What follows belongs to an exercise in optimizing a design on an open flow for small area and a short achievable clock period; a production flow would make more cautious choices. The RTL was checked by simulation tests, not by an equivalence proof against the original design. The clock port is modelled as an ideal driver, which makes a skipped or thinned clock tree look cheaper than it is; a real chip needs a root buffer or a tree. Power and IR drop assume default switching activity.

## can_fd_rx
module can_fd_rx (
    input  wire        clk,
    input  wire        rst,
    input  wire        fd_en,
    input  wire        pex_en,
    input  wire        rx_valid,
    input  wire        rx_bit,
    output reg         ev_hdr,
    output wire [28:0] hdr_ident,
    output reg         hdr_ide,
    output wire        hdr_rtr,
    output reg         hdr_fdf,
    output wire        hdr_brs,
    output wire        hdr_esi,
    output wire [3:0]  hdr_dlc,
    output reg  [6:0]  hdr_len,
    output reg         ev_word,
    output wire [3:0]  word_idx,
    output wire [31:0] word_data,
    output reg         ev_ack,
    output reg         ev_valid,
    output reg         ev_end,
    output reg         ev_eofdom,
    output reg         ev_pex,
    output reg         ev_err,
    output wire [3:0]  err_kind,
    output wire [4:0]  err_field
);
For scale: ~140 flip-flops, about 100 I/O pins, about 7000 um^2 of cells after synthesis.
==> flow/config.mk <==
export PLATFORM = sky130hd
export DESIGN_NAME = can_fd_rx
export DESIGN_NICKNAME = can_fd_rx
export VERILOG_FILES = /design/flow/design.v
export SDC_FILE = /design/flow/constraint.sdc
export NUM_CORES = 4
export LEC_CHECK = 0
export ABC_AREA = 1
export CAP_MARGIN = 20
export CORE_MARGIN = 2
export CORE_UTILIZATION = 40
export PLACE_DENSITY = 0.6
export SETUP_SLACK_MARGIN = 3.0
export SLEW_MARGIN = 20
export TNS_END_PERCENT = 10
==> flow/constraint.sdc <==
create_clock -name core_clock -period 5.0 [get_ports {clk}]
set_input_delay 1.0000 -clock core_clock [delete_from_list [all_inputs] [get_ports {clk}]]
set_output_delay 1.0000 -clock core_clock [all_outputs]
set_load 0.01 [all_outputs]
standard.sh (not shown) runs the stock make flow with config.mk's settings and CLKGATE_MAP_FILE= SYNTH_SCRIPT=/design/flow/synth_recipe.tcl, a recipe that flattens the netlist after the stock synthesis.
==> flow/flow/run.sh <==
#!/bin/bash
# Standard layout with two changes:
#  - the port buffers are made from the smallest buffer (sky130_fd_sc_hd__buf_1)
#    instead of the resizer's default choice; timing repair still resizes any
#    of them that is on a critical path;
#  - the clock tree is a balanced two-level tree built by flow/cts_pre.tcl
#    (clk -> 4 buffers -> 8 buffers -> flip-flops, sinks clustered by
#    location) in place of TritonCTS's H-tree; the rest of the CTS step
#    (legalization, setup and hold repair) runs as usual.
set -euo pipefail
here=$(pwd)
export BUFFER_PORTS_ARGS="-buffer_cell sky130_fd_sc_hd__buf_1"
export PRE_CTS_TCL="$here/flow/cts_pre.tcl"
bash standard.sh > standard.log 2>&1
Other scripts of this flow, unchanged in this note and not shown: flow/flow/cts_pre.tcl
Next try:
Settings changed: SETUP_SLACK_MARGIN 3.0 to 3.1, TNS_END_PERCENT 10 to unset.
Worst setup slack is better by 0.25 ns.
Die area does not change.
Flip-flop and latch count is unchanged.
Routed wire length climbs by 5.3%.
Worst hold slack is worse by 0.043 ns.
Cell count climbs by 2.8%.
Next try:
Settings changed: SETUP_SLACK_MARGIN 3.1 to 3.0, TNS_END_PERCENT set to 50.
The new run completed with no timing, DRC or antenna violations.
Die area is unchanged.
Via count goes down by 2.9%.
Worst setup slack is worse by 0.22 ns.
Final area goes down by about 5%.
Power goes down by 3.9%.
Global-route usage goes down by 0.55 points.
Cell count goes down by about 2.2%.
Combinational power goes down by 14%.
Next try:
Settings changed: CAP_MARGIN 20 to 5, SETUP_SLACK_MARGIN 3.0 to 3.05, SLEW_MARGIN 20 to 5, TNS_END_PERCENT 50 to unset.
Effect:
- The new run completed with no timing, DRC or antenna violations
- global-route usage went up by 0.35 points
- register-to-register slack improves by 0.10 ns
- routed wire length rises by 2.4%
- clock power barely changes
- flip-flop and latch count stays the same
- power goes up by 2.1%
- sequential share of layout area came out lower by 1.1 points
- fmax rises by about 11%
- worst setup slack is better by 0.22 ns
- synthesized area does not change
- cell area rose by 3.1%
In every run of this note, the design's own scripts or RTL, not TritonCTS, make the clock network.


can_fd_rx, a different RTL version from the one above (not shown whole).
Size in the first run: ~880 cells after synthesis, ~150 flip-flops, about 100 I/O pins, roughly 7100 µm² of cells after synthesis.
make LEC_CHECK=0 ABC_AREA=1 CAP_MARGIN=20 CORE_MARGIN=2 CORE_UTILIZATION=40 PLACE_DENSITY=0.6 SETUP_SLACK_MARGIN=3.3 SLEW_MARGIN=20 finish   # period 5.0 ns
run.sh (not shown) runs the stock make flow with config.mk's settings and CLKGATE_MAP_FILE= SYNTH_SCRIPT=/design/flow/synth_recipe.tcl, a recipe that flattens the netlist after the stock synthesis.
Stock flow here: none of the scripts above is used.
==> next run, changes <==
ABC_AREA = unset   (was 1)
ABC_CLOCK_PERIOD_IN_PS = 2000   (was unset)
CORE_UTILIZATION = 60   (was 40)
PLACE_DENSITY = 0.75   (was 0.6)
SETUP_SLACK_MARGIN = 3.0   (was 3.3)
Outcome: Power rises by a few percent; die area is lower by a quarter to a third; design area fell by a little under a tenth; non-clock buffer count came out lower by 12; combinational power went up by a quarter to a third.
==> next run, changes <==
ABC_AREA = 1   (was unset)
ABC_CLOCK_PERIOD_IN_PS = unset   (was 2000)
CORE_UTILIZATION = 40   (was 60)
PLACE_DENSITY = 0.6   (was 0.75)
Worst setup slack gains 0.13 ns.
Via count came out lower by a few percent.
Wire length came out lower by a little under a tenth.
Synthesized area came out lower slightly.
Count of clock-buffer cells in the layout does not change.
==> next run, changes <==
==> flow/flow/run.sh (new file) <==
#!/bin/bash
# Standard layout, with the port buffers made from the smallest buffer
# (sky130_fd_sc_hd__buf_1) instead of the resizer's default choice. Timing
# repair still resizes any of them that is on a critical path.
set -euo pipefail
export BUFFER_PORTS_ARGS="-buffer_cell sky130_fd_sc_hd__buf_1"
bash standard.sh > standard.log 2>&1
==> flow/standard.sh (new file) <==
#!/bin/bash
# synth_recipe.tcl (not shown) runs the flow's synth.tcl, then flattens the netlist and writes it again
# the make line also repeats each setting of config.mk as NAME=value (left out here)
make -C /OpenROAD-flow-scripts/flow DESIGN_CONFIG=/design/flow/config.mk WORK_HOME=/design/flow/orfs CLKGATE_MAP_FILE= SYNTH_SCRIPT=/design/flow/synth_recipe.tcl "${@:-finish}"
removed: flow/run.sh
The new run finished clean.
Routed wire length drops by 5.5%.
Total power decreases by 7.4%.
Clock-buffer cell count drops by 1.

separate check: timing with driven ports:
The flow's constraints put no driver on any port. The routed layouts listed below were extracted and timed again, unchanged, in two steps. Step 1 (the two cells are an assumption about what drives the block):
set clk [get_ports {clk}]
set_driving_cell -lib_cell sky130_fd_sc_hd__clkbuf_16 $clk
set_driving_cell -lib_cell sky130_fd_sc_hd__buf_2 [delete_from_list [all_inputs] $clk]
Step 2 adds t to the input delays and takes it off the output delays; t is the mean of the earliest and latest rising clock arrival at the registers after step 1. Input paths then give back, and output paths get back, about the clock's delay inside the block. Three values: ideal ports, drivers, drivers and shift; two values: the first two.
run | shift t [ns] | setup WS [ns] | hold slack, ns | worst register clock-pin slew, ns | pins driven straight from the clock port
the first run of note 1 | 0.351 | 2.853 / 2.816 / 2.853 | 0.459 / 0.459 / 0.459 | 0.09 / 0.09 | 4
the second run of note 1 | 0.353 | 3.103 / 3.039 / 3.100 | 0.416 / 0.416 / 0.416 | 0.08 / 0.08 | 4
the third run of note 1 | 0.352 | 2.884 / 2.814 / 2.998 | 0.460 / 0.460 / 0.460 | 0.09 / 0.09 | 4
the fourth run of note 1 | 0.356 | 3.101 / 3.026 / 3.075 | 0.461 / 0.461 / 0.461 | 0.08 / 0.08 | 4
the first run of note 2 | 0.471 | 2.977 / 2.933 / 3.068 | 0.461 / 0.461 / 0.461 | 0.07 / 0.07 | 1
the second run of note 2 | 0.468 | 2.802 / 2.802 / 2.802 | 0.466 / 0.466 / 0.466 | 0.06 / 0.06 | 1
the third run of note 2 | 0.462 | 2.930 / 2.888 / 2.592 | 0.461 / 0.461 / 0.461 | 0.06 / 0.06 | 1
the fourth run of note 2 | 0.457 | 2.970 / 2.927 / 2.990 | 0.462 / 0.462 / 0.462 | 0.06 / 0.06 | 1
After both steps every run listed still meets setup and hold. The setup slack of the third run of note 2, which loses most, moves by -0.042 ns with the drivers and by -0.338 ns with both steps.
